Background: an optimization exercise with open tools, aiming at small area, a short achievable clock period and few clock cycles per item. Do not read the settings as production practice. The RTL of this run was laid out without a check of its function.

--- flow/design.v ---
module pagecode_dec (
  input  wire        clk,
  input  wire        rst,
  input  wire        in_valid,
  input  wire [7:0]  in_data,
  output wire        in_ready,
  output reg         out_valid,
  output reg         out_clean,
  output reg         out_poison,
  output reg         out_ok,
  output reg  [2:0]  out_count,
  output reg  [31:0] out_pos,
  output reg  [31:0] out_val
);
  localparam [2:0] S_RECV  = 3'd0,
                   S_BM    = 3'd1,
                   S_OMEGA = 3'd2,
                   S_INIT  = 3'd3,
                   S_CHIEN = 3'd4,
                   S_DONE  = 3'd5;
  function automatic [7:0] gf_mul(input [7:0] a, input [7:0] b);
    integer i;
    reg [7:0] p, aa;
    begin
      p  = 8'h00;
      aa = a;
      for (i = 0; i < 8; i = i + 1) begin
        if (b[i]) p = p ^ aa;
        aa = {aa[6:0], 1'b0} ^ (aa[7] ? 8'h1d : 8'h00);
      end
      gf_mul = p;
    end
  endfunction
  function automatic [7:0] gf_pow2(input integer k);
    integer i;
    reg [7:0] p;
    begin
      p = 8'h01;
      for (i = 0; i < k; i = i + 1)
        p = {p[6:0], 1'b0} ^ (p[7] ? 8'h1d : 8'h00);
      gf_pow2 = p;
    end
  endfunction
  localparam [255:0] INV_B0 = 256'hb8f734a2d273325e1ddb8684655abf0d2bbe4edadfd2e40adc26640e64005732;
  localparam [255:0] INV_B1 = 256'h717bc55626e88fc1ecfdc36ec15a54014f60cd4e7d22bc7316acfca0e2a2a0f4;
  localparam [255:0] INV_B2 = 256'hfa261a1704c8329cd7c7dddd5eee8c7af60066e3704878eb649c946306e0d73c;
  localparam [255:0] INV_B3 = 256'hf4a891027815e8a268dc7f0537fb2939e9f9669c242d0e263c8facc7c2697fc4;
  localparam [255:0] INV_B4 = 256'hfa444fabdfdaababb860da150eb3929bcbee895a5121991f4180472c072bdec8;
  localparam [255:0] INV_B5 = 256'hfc0fffee0e1be67ccafeca109420aed4cab1fc1148c725459a1cd15790b231e8;
  localparam [255:0] INV_B6 = 256'hffcb97cc0efe2f120b3e0168428eb172e3fa25ae8e84602e85e58b3b46df4458;
  localparam [255:0] INV_B7 = 256'ha6ef4dfc90dc53e4f1f7d12ede3280e4f97a2e341618825c9c3222823b15afac;
  function automatic [7:0] gf_inv(input [7:0] a);
    begin
      gf_inv = {INV_B7[a], INV_B6[a], INV_B5[a], INV_B4[a],
                INV_B3[a], INV_B2[a], INV_B1[a], INV_B0[a]};
    end
  endfunction
  wire [7:0] gen [0:7];
  assign gen[0] = 8'h18; assign gen[1] = 8'hc8;
  assign gen[2] = 8'had; assign gen[3] = 8'hef;
  assign gen[4] = 8'h36; assign gen[5] = 8'h51;
  assign gen[6] = 8'h0b; assign gen[7] = 8'hff;
  reg  [2:0] state;
  reg  [7:0] cnt;           
  reg  [7:0] syn  [0:7];    
  reg  [7:0] par  [0:7];    
  reg        pois;          
  reg  [7:0] lam  [0:8];    
  reg  [7:0] bsh  [0:8];    
  reg  [7:0] bprev;         
  reg  [3:0] len;           
  reg  [7:0] omg  [0:3];    
  reg  [7:0] lt   [1:4];    
  reg  [7:0] ot   [0:3];    
  reg  [2:0] nroot;
  reg  [7:0] fpos [0:3];
  reg  [7:0] fval [0:3];
  integer i, j;
  assign in_ready = (state == S_RECV);
  wire accept = in_valid && in_ready;
  wire [7:0] fb = in_data ^ par[7];
  wire syn_zero = (syn[0] | syn[1] | syn[2] | syn[3] |
                   syn[4] | syn[5] | syn[6] | syn[7]) == 8'h00;
  reg [7:0] dot;
  always @(*) begin
    dot = 8'h00;
    for (j = 0; j <= 8; j = j + 1)
      if (j <= cnt && (cnt - j) < 8)
        dot = dot ^ gf_mul(lam[j], syn[cnt - j]);
  end
  wire [7:0] dscale = gf_mul(dot, gf_inv(bprev));
  wire       lchange = (dot != 8'h00) && ({len, 1'b0} <= {1'b0, cnt});
  wire [7:0] lam_eval = 8'h01 ^ lt[1] ^ lt[2] ^ lt[3] ^ lt[4];
  wire [7:0] lam_odd  = lt[1] ^ lt[3];
  wire [7:0] omg_eval = ot[0] ^ ot[1] ^ ot[2] ^ ot[3];
  wire [7:0] err_val  = gf_mul(omg_eval, gf_inv(lam_odd));
  wire       is_root  = (lam_eval == 8'h00);
  always @(posedge clk) begin
    if (rst) begin
      state     <= S_RECV;
      cnt       <= 8'd0;
      out_valid <= 1'b0;
      out_clean <= 1'b0;
      out_poison <= 1'b0;
      out_ok    <= 1'b0;
      out_count <= 3'd0;
      out_pos   <= 32'd0;
      out_val   <= 32'd0;
    end else begin
      out_valid <= 1'b0;
      case (state)
        S_RECV: if (accept) begin
          for (i = 0; i < 8; i = i + 1)
            syn[i] <= (cnt == 8'd0) ? in_data
                                    : (gf_mul(syn[i], gf_pow2(i)) ^ in_data);
          if (cnt == 8'd0) pois <= 1'b1;
          if (cnt < 8'd128) begin
            for (i = 7; i >= 1; i = i - 1)
              par[i] <= ((cnt == 8'd0) ? 8'h00 : par[i-1]) ^
                        gf_mul((cnt == 8'd0) ? in_data : fb, gen[i]);
            par[0] <= gf_mul((cnt == 8'd0) ? in_data : fb, gen[0]);
          end else begin
            if (in_data != ~par[7]) pois <= 1'b0;
            for (i = 7; i >= 1; i = i - 1)
              par[i] <= par[i-1];
            par[0] <= 8'h00;
          end
          if (cnt == 8'd135) begin
            for (i = 0; i <= 8; i = i + 1) begin
              lam[i] <= (i == 0) ? 8'h01 : 8'h00;
              bsh[i] <= (i == 1) ? 8'h01 : 8'h00;
            end
            bprev <= 8'h01;
            len   <= 4'd0;
            cnt   <= 8'd0;
            state <= S_BM;
          end else begin
            cnt <= cnt + 8'd1;
          end
        end
        S_BM: begin
          if (cnt == 8'd0 && syn_zero) begin
            len   <= 4'd0;
            nroot <= 3'd0;
            state <= S_DONE;
          end else begin
            if (dot != 8'h00) begin
              for (i = 0; i <= 8; i = i + 1)
                lam[i] <= lam[i] ^ gf_mul(dscale, bsh[i]);
            end
            if (lchange) begin
              bsh[0] <= 8'h00;
              for (i = 1; i <= 8; i = i + 1)
                bsh[i] <= lam[i-1];
              bprev <= dot;
              len   <= cnt[3:0] + 4'd1 - len;
            end else begin
              bsh[0] <= 8'h00;
              for (i = 1; i <= 8; i = i + 1)
                bsh[i] <= bsh[i-1];
            end
            if (cnt == 8'd7) begin
              cnt   <= 8'd0;
              state <= S_OMEGA;
            end else begin
              cnt <= cnt + 8'd1;
            end
          end
        end
        S_OMEGA: begin
          if (len > 4'd4) begin
            nroot <= 3'd0;
            state <= S_DONE;
          end else begin
            omg[cnt[1:0]] <= dot;
            if (cnt == 8'd3) begin
              cnt   <= 8'd0;
              state <= S_INIT;
            end else begin
              cnt <= cnt + 8'd1;
            end
          end
        end
        S_INIT: begin
          for (i = 1; i <= 4; i = i + 1)
            lt[i] <= gf_mul(lam[i], gf_pow2((120 * i) % 255));
          for (i = 0; i <= 3; i = i + 1)
            ot[i] <= gf_mul(omg[i], gf_pow2((120 * i) % 255));
          for (i = 0; i <= 3; i = i + 1) begin
            fpos[i] <= 8'h00;
            fval[i] <= 8'h00;
          end
          nroot <= 3'd0;
          cnt   <= 8'd0;
          state <= S_CHIEN;
        end
        S_CHIEN: begin
          if (is_root && nroot < 3'd4) begin
            fpos[nroot[1:0]] <= cnt;
            fval[nroot[1:0]] <= err_val;
          end
          if (is_root)
            nroot <= nroot + 3'd1;
          for (i = 1; i <= 4; i = i + 1)
            lt[i] <= gf_mul(lt[i], gf_pow2(i));
          for (i = 0; i <= 3; i = i + 1)
            ot[i] <= gf_mul(ot[i], gf_pow2(i));
          if (cnt == 8'd135) begin
            cnt   <= 8'd0;
            state <= S_DONE;
          end else begin
            cnt <= cnt + 8'd1;
          end
        end
        S_DONE: begin
          out_valid  <= 1'b1;
          out_clean  <= syn_zero;
          out_poison <= pois;
          if (syn_zero) begin
            out_ok    <= 1'b1;
            out_count <= 3'd0;
            out_pos   <= 32'd0;
            out_val   <= 32'd0;
          end else if (len <= 4'd4 && {1'b0, nroot} == len) begin
            out_ok    <= 1'b1;
            out_count <= nroot;
            out_pos   <= {fpos[3], fpos[2], fpos[1], fpos[0]};
            out_val   <= {fval[3], fval[2], fval[1], fval[0]};
          end else begin
            out_ok    <= 1'b0;
            out_count <= 3'd0;
            out_pos   <= 32'd0;
            out_val   <= 32'd0;
          end
          cnt   <= 8'd0;
          state <= S_RECV;
        end
        default: state <= S_RECV;
      endcase
    end
  end
endmodule
--- flow/run.sh ---
#!/bin/bash
# synth_recipe.tcl (not shown) runs the flow's synth.tcl, then flattens the netlist and writes it again
# the make line also repeats each setting of config.mk as NAME=value (left out here)
make -C /OpenROAD-flow-scripts/flow DESIGN_CONFIG=/design/flow/config.mk WORK_HOME=/design/flow/orfs CLKGATE_MAP_FILE= SYNTH_SCRIPT=/design/flow/synth_recipe.tcl finish
--- flow/config.mk ---
export PLATFORM = sky130hd
export DESIGN_NAME = pagecode_dec
export DESIGN_NICKNAME = pagecode_dec
export VERILOG_FILES = /design/flow/design.v
export SDC_FILE = /design/flow/constraint.sdc
export NUM_CORES = 4
export LEC_CHECK = 0
export CAP_MARGIN = 20
export CORE_MARGIN = 2
export CORE_UTILIZATION = 40
export SLEW_MARGIN = 20
--- flow/constraint.sdc ---
create_clock -name core_clock -period 12.0 [get_ports {clk}]
set_input_delay 2.4000 -clock core_clock [delete_from_list [all_inputs] [get_ports {clk}]]
set_output_delay 2.4000 -clock core_clock [all_outputs]
set_load 0.01 [all_outputs]
==> flow_summary.html <==
<table>
<tr><th>Metric</th><th>Value</th></tr>
<tr><th colspan="2">Clock network</th></tr>
<tr><td>Root Driver</td><td>clkbuf_16</td></tr>
<tr><td>Cts repair resizes</td><td>0</td></tr>
<tr><td>TritonCTS Sinks</td><td>507</td></tr>
<tr><td>CTS tree</td><td>done</td></tr>
<tr><td>Clock-pin slew reported for the worst setup and hold paths after clock tree synthesis</td><td>0.06 ns</td></tr>
<tr><td>Buffers from clock root to sink, at most</td><td>3</td></tr>
<tr><td>Post-CTS repair timing setup buffer count</td><td>0</td></tr>
<tr><td>CTS Buf Count</td><td>57</td></tr>
<tr><td>Max H-tree Level</td><td>2</td></tr>
<tr><td>Clock network latency to the later pin of the worst-skew pair</td><td>0.71 ns</td></tr>
<tr><td>Cts-stage hold buffer count</td><td>0</td></tr>
<tr><th colspan="2">GRT</th></tr>
<tr><td>Total congestion overflow</td><td>0</td></tr>
<tr><td>Pin count of the biggest net entering global routing</td><td>90</td></tr>
<tr><td>Number of global-route vias before repair</td><td>47000</td></tr>
<tr><td>Antenna violations before repair</td><td>0</td></tr>
<tr><td>Wire length of the first global-routing pass</td><td>302000 microns</td></tr>
<tr><td>GR Util All Layers</td><td>27.5%</td></tr>
<tr><th colspan="2">Route</th></tr>
<tr><td>DR iter-0 viols</td><td>7288</td></tr>
<tr><td>Aggregate routed wire length</td><td>201000 microns</td></tr>
<tr><td>Detail-routed net length per standard cell</td><td>24.4 microns</td></tr>
<tr><td>Top routing layer in use</td><td>met4</td></tr>
<tr><td>Routed Antenna Nets</td><td>0</td></tr>
<tr><td>Vias post-DR</td><td>50400</td></tr>
<tr><td>DRC</td><td>0</td></tr>
<tr><td>Iteration count of the initial detailed-routing pass</td><td>10</td></tr>
<tr><td>Length of routed met3 wiring</td><td>19100 microns</td></tr>
<tr><td>Post-route met1 wirelength</td><td>84400 microns</td></tr>
<tr><td>Drt via density</td><td>6.09</td></tr>
<tr><td>Routed wire length on met2</td><td>88200 microns</td></tr>
<tr><th colspan="2">Timing</th></tr>
<tr><td>RSZ-0062 raised after global routing</td><td>false</td></tr>
<tr><td>Post-route fraction of the period consumed by the critical path</td><td>89.4%</td></tr>
<tr><td>Worst hold slack across all endpoints</td><td>0.427 ns</td></tr>
<tr><td>Minimum period implied by the final worst setup slack</td><td>10.73 ns</td></tr>
<tr><td>Transition time of the tightest slew-check pin</td><td>1.16 ns</td></tr>
<tr><td>Worst Clk Skew</td><td>0.0698 ns</td></tr>
<tr><td>Slew headroom</td><td>23.0%</td></tr>
<tr><td>Count of final setup violators</td><td>0</td></tr>
<tr><td>Achievable clock frequency</td><td>93.2 MHz</td></tr>
<tr><td>Post-Route Setup TNS</td><td>0 ns</td></tr>
<tr><td>Fin. Hold Viols</td><td>0</td></tr>
<tr><td>Count of final max-slew check failures</td><td>0</td></tr>
<tr><td>Worst setup margin</td><td>1.27 ns</td></tr>
<tr><th colspan="2">Placed design</th></tr>
<tr><td>Pre-CTS setup slack</td><td>1.43 ns</td></tr>
<tr><td>Number of buffers inserted by port buffering</td><td>82</td></tr>
<tr><td>RD Place Congestion</td><td>0.992</td></tr>
<tr><td>Half-perimeter wire length after detailed placement</td><td>140000 microns</td></tr>
<tr><th colspan="2">Job</th></tr>
<tr><td>Count of maximum capacitance violations</td><td>0</td></tr>
<tr><th colspan="2">Logic synthesis</th></tr>
<tr><td>Arithmetic-cell share of the synthesized area counting full adders, half adders and majority gates</td><td>1.22%</td></tr>
<tr><td>Simple-gate share of the synthesized area</td><td>17.8%</td></tr>
<tr><td>Synth unique cells</td><td>107</td></tr>
<tr><td>Sequential share of the synthesized area</td><td>26.1%</td></tr>
<tr><td>Syn_nets</td><td>6821</td></tr>
<tr><td>Most frequently used flop master after synthesis</td><td>edfxtp_1</td></tr>
<tr><td>Synthesis warning total</td><td>7</td></tr>
<tr><td>Flops &amp; latches, synth</td><td>507</td></tr>
<tr><td>Post-synthesis mux area share</td><td>3.76%</td></tr>
<tr><td>Dominant combinational cell family by area after synthesis</td><td>XOR/XNOR gates</td></tr>
<tr><td>Share of the synthesized area in compound gates (AO/OA/AOI/OAI)</td><td>17.3%</td></tr>
<tr><td>Post-synth ARST share</td><td>0%</td></tr>
<tr><td>Cell area after synthesis</td><td>55100 sq um</td></tr>
<tr><td>Post-synthesis area per instance</td><td>8.16 sq um</td></tr>
<tr><td>Gate count after technology mapping</td><td>6757</td></tr>
<tr><td>XOR/XNOR share of the synthesized area</td><td>28.3%</td></tr>
<tr><td>Number of flops mapped to enable cells by yosys</td><td>425</td></tr>
<tr><th colspan="2">Critical path</th></tr>
<tr><td>Crit Reg-Reg Startpoint</td><td>cnt[0]$_SDFFE_PP0P_</td></tr>
<tr><td>Slowest Stage Delay on Critical Path</td><td>0.98 ns</td></tr>
<tr><td>Startpoint-to-endpoint class of the critical path</td><td>reg2reg</td></tr>
<tr><td>Capturing point of the worst reg2reg path</td><td>lam[7][3]$_SDFFCE_PN0P_</td></tr>
<tr><td>Library cell contributing the largest single delay on the critical path</td><td>xnor3_2</td></tr>
<tr><td>CP startpoint</td><td>cnt[0]$_SDFFE_PP0P_</td></tr>
<tr><td>Depth of the worst register-to-register path</td><td>26</td></tr>
<tr><td>Endpoint arrival time on the critical path</td><td>11.13 ns</td></tr>
<tr><td>Element type at the critical path end</td><td>register</td></tr>
<tr><td>Type of origin of the critical path</td><td>register</td></tr>
<tr><td>Crit path top cell by count</td><td>xnor2_1</td></tr>
<tr><td>Critical path data required time</td><td>12.39 ns</td></tr>
<tr><td>Max FO, Critical Path</td><td>33</td></tr>
<tr><th colspan="2">Floorplan</th></tr>
<tr><td>Num ports</td><td>83</td></tr>
<tr><td>Core box area</td><td>137000 sq um</td></tr>
<tr><td>Height of the die</td><td>375 microns</td></tr>
<tr><td>Overall die area</td><td>141000 sq um</td></tr>
<tr><td>Die width</td><td>375 microns</td></tr>
<tr><td>Number of standard-cell rows in the floorplan</td><td>136</td></tr>
<tr><td>Initial core utilization</td><td>40.2%</td></tr>
<tr><th colspan="2">Hold path</th></tr>
<tr><td>Sink of the worst hold path</td><td>ot[0][5]$_DFFE_PP_</td></tr>
<tr><td>Worst min-delay path class</td><td>reg2reg</td></tr>
<tr><td>Launch point of the worst hold path</td><td>omg[0][5]$_DFFE_PP_</td></tr>
<tr><td>Hold depth</td><td>0</td></tr>
<tr><th colspan="2">Cells and area</th></tr>
<tr><td>Most common library cell in the layout ignoring fill and taps</td><td>xnor2_1</td></tr>
<tr><td>Most used cells in the layout excluding fill and tap cells</td><td>1034 x xnor2_1, 966 x nand2_1, 779 x nor2_1</td></tr>
<tr><td>Count of nets after finishing</td><td>6495</td></tr>
<tr><td>Layout filler cell count</td><td>13600</td></tr>
<tr><td>Layout overhead on the synthesized area</td><td>6.99%</td></tr>
<tr><td>Fraction of final layout cells with drive strength greater than 1</td><td>6.07%</td></tr>
<tr><th colspan="2">Run status</th></tr>
<tr><td>Status</td><td>complete, no violations</td></tr>
</table>
[per-layer routing]
layer,track usage [%],up-vias
li1,-,22800
met1,37.7,24200
met2,42.6,2797
met3,4.47,594
met4,11.7,0
met5,0.0686,-
[critical path: cells and delay by family, from the launching register on]
kind                       cells  cell delay, ns
adders and majority gates      2            0.83
muxes                          3            1.11
xor gates and xnor gates      13            5.31
and+or+nand+nor                4            0.67
AOI/OAI and AO/OA              2            1.26
buffers and inverters          2            0.65
DFF                            1            0.60
[stage by stage]
stage / instance area, sq um / instances / utilization, %
after global placement: 57000 / 8166 / 41.5
after global routing: 59000 / 8271 / 43.0
final: 59000 / 8272 / 43.0
after floorplan: 55100 / 6757 / -
after CTS: 59000 / 8271 / 43.0
after detailed placement: 57000 / 8166 / 41.5
[cell families after synthesis]
group | after synthesis
adders and majority gates | 53
AOI/OAI and AO/OA | 1446
muxes | 183
and+or+nand+nor | 2297
DFF | 507
xor gates and xnor gates | 1540
buffers and inverters | 731
[final cells by class]
cell class / count / area [sq um] / share of cell area (%)
clock inverters: 28 / 333 / 0.564
repair buffers: 226 / 1900 / 3.21
clock buffers: 77 / 1650 / 2.79
well taps: 1794 / 2240 / 3.80
inverters: 120 / 450 / 0.763
multi-input cells: 5519 / 38000 / 64.4
flip-flops and latches: 507 / 14400 / 24.4
diodes: 1 / 2.50 / 0.00424
[sequential cells by signal (all words and copies together), names as in the netlist, 32 cells and up]
name and cells:
lt 32, fpos 32, omg 32, out_pos 32, bsh 57, lam 64
out_val 32, par 64, syn 64, ot 32, fval 32
[synthesized netlist by cell type (24+ instances only)]
master / number / area (sq um)
a21oi_1: 314 / 1570
o211ai_1: 73 / 548
xnor2_1: 1040 / 9110
and3_1: 36 / 225
mux2i_1: 118 / 1180
buf_1: 61 / 229
nor4_1: 41 / 257
a311oi_1: 26 / 228
nor2b_1: 48 / 300
xnor3_1: 131 / 2950
dfxtp_1: 82 / 1640
a221oi_1: 27 / 236
buf_2: 77 / 385
mux2_2: 50 / 563
a211oi_1: 49 / 368
nor3_1: 98 / 490
xor2_1: 344 / 3010
o221ai_1: 24 / 210
a31oi_1: 70 / 438
and2_1: 50 / 313
o22ai_1: 46 / 288
nand2b_1: 42 / 263
edfxtp_1: 425 / 12800
a22o_1: 29 / 254
nand3_1: 121 / 606
ha_1: 52 / 651
clkbuf_1: 441 / 1660
or3_1: 30 / 188
inv_1: 101 / 379
o21ai_0: 329 / 1650
a22oi_1: 177 / 1330
a222oi_1: 35 / 350
nand2_1: 968 / 3630
o31ai_1: 26 / 195
nor2_1: 781 / 2930
[worst max path at each step]
stage                         endpoint  depth (start not counted)
3_3_place_gp   lam[5][3]$_SDFFCE_PN0P_                         26
4_1_cts        lam[7][3]$_SDFFCE_PN0P_                         26
5_1_grt        lam[7][3]$_SDFFCE_PN0P_                         26
6_report       lam[7][3]$_SDFFCE_PN0P_                         26
2_1_floorplan  lam[1][0]$_SDFFCE_PN0P_                         23
3_5_place_dp   lam[2][3]$_SDFFCE_PN0P_                         26

[static timing again, ports no longer ideal]
The flow's constraints put no driver on any port. The routed layout listed below was extracted and timed again, unchanged, in two steps.
Step 1 sets driving cells, clkbuf_16 on the clock port and buf_2 on the other inputs (assumed; they add their load-dependent delay and slew).
Step 2 times the ports against the registers' clock, not the clock port: input delays grow and output delays shrink by t, the midpoint of the rising clock arrivals with the driver on.
a / b / c = no drivers / after step 1 / after step 2; a / b = the first two.
t (ns): 0.739
setup slack, ns: 1.266 / 1.266 / 1.266
worst setup path at the end: register to register
worst data-port slew with drivers (ns): 0.08
cell pins on the clock port's net: 1
After both steps setup and hold are still met in this run. The setup slack of this run moves by 0.000 ns with the drivers and by 0.000 ns with both steps.
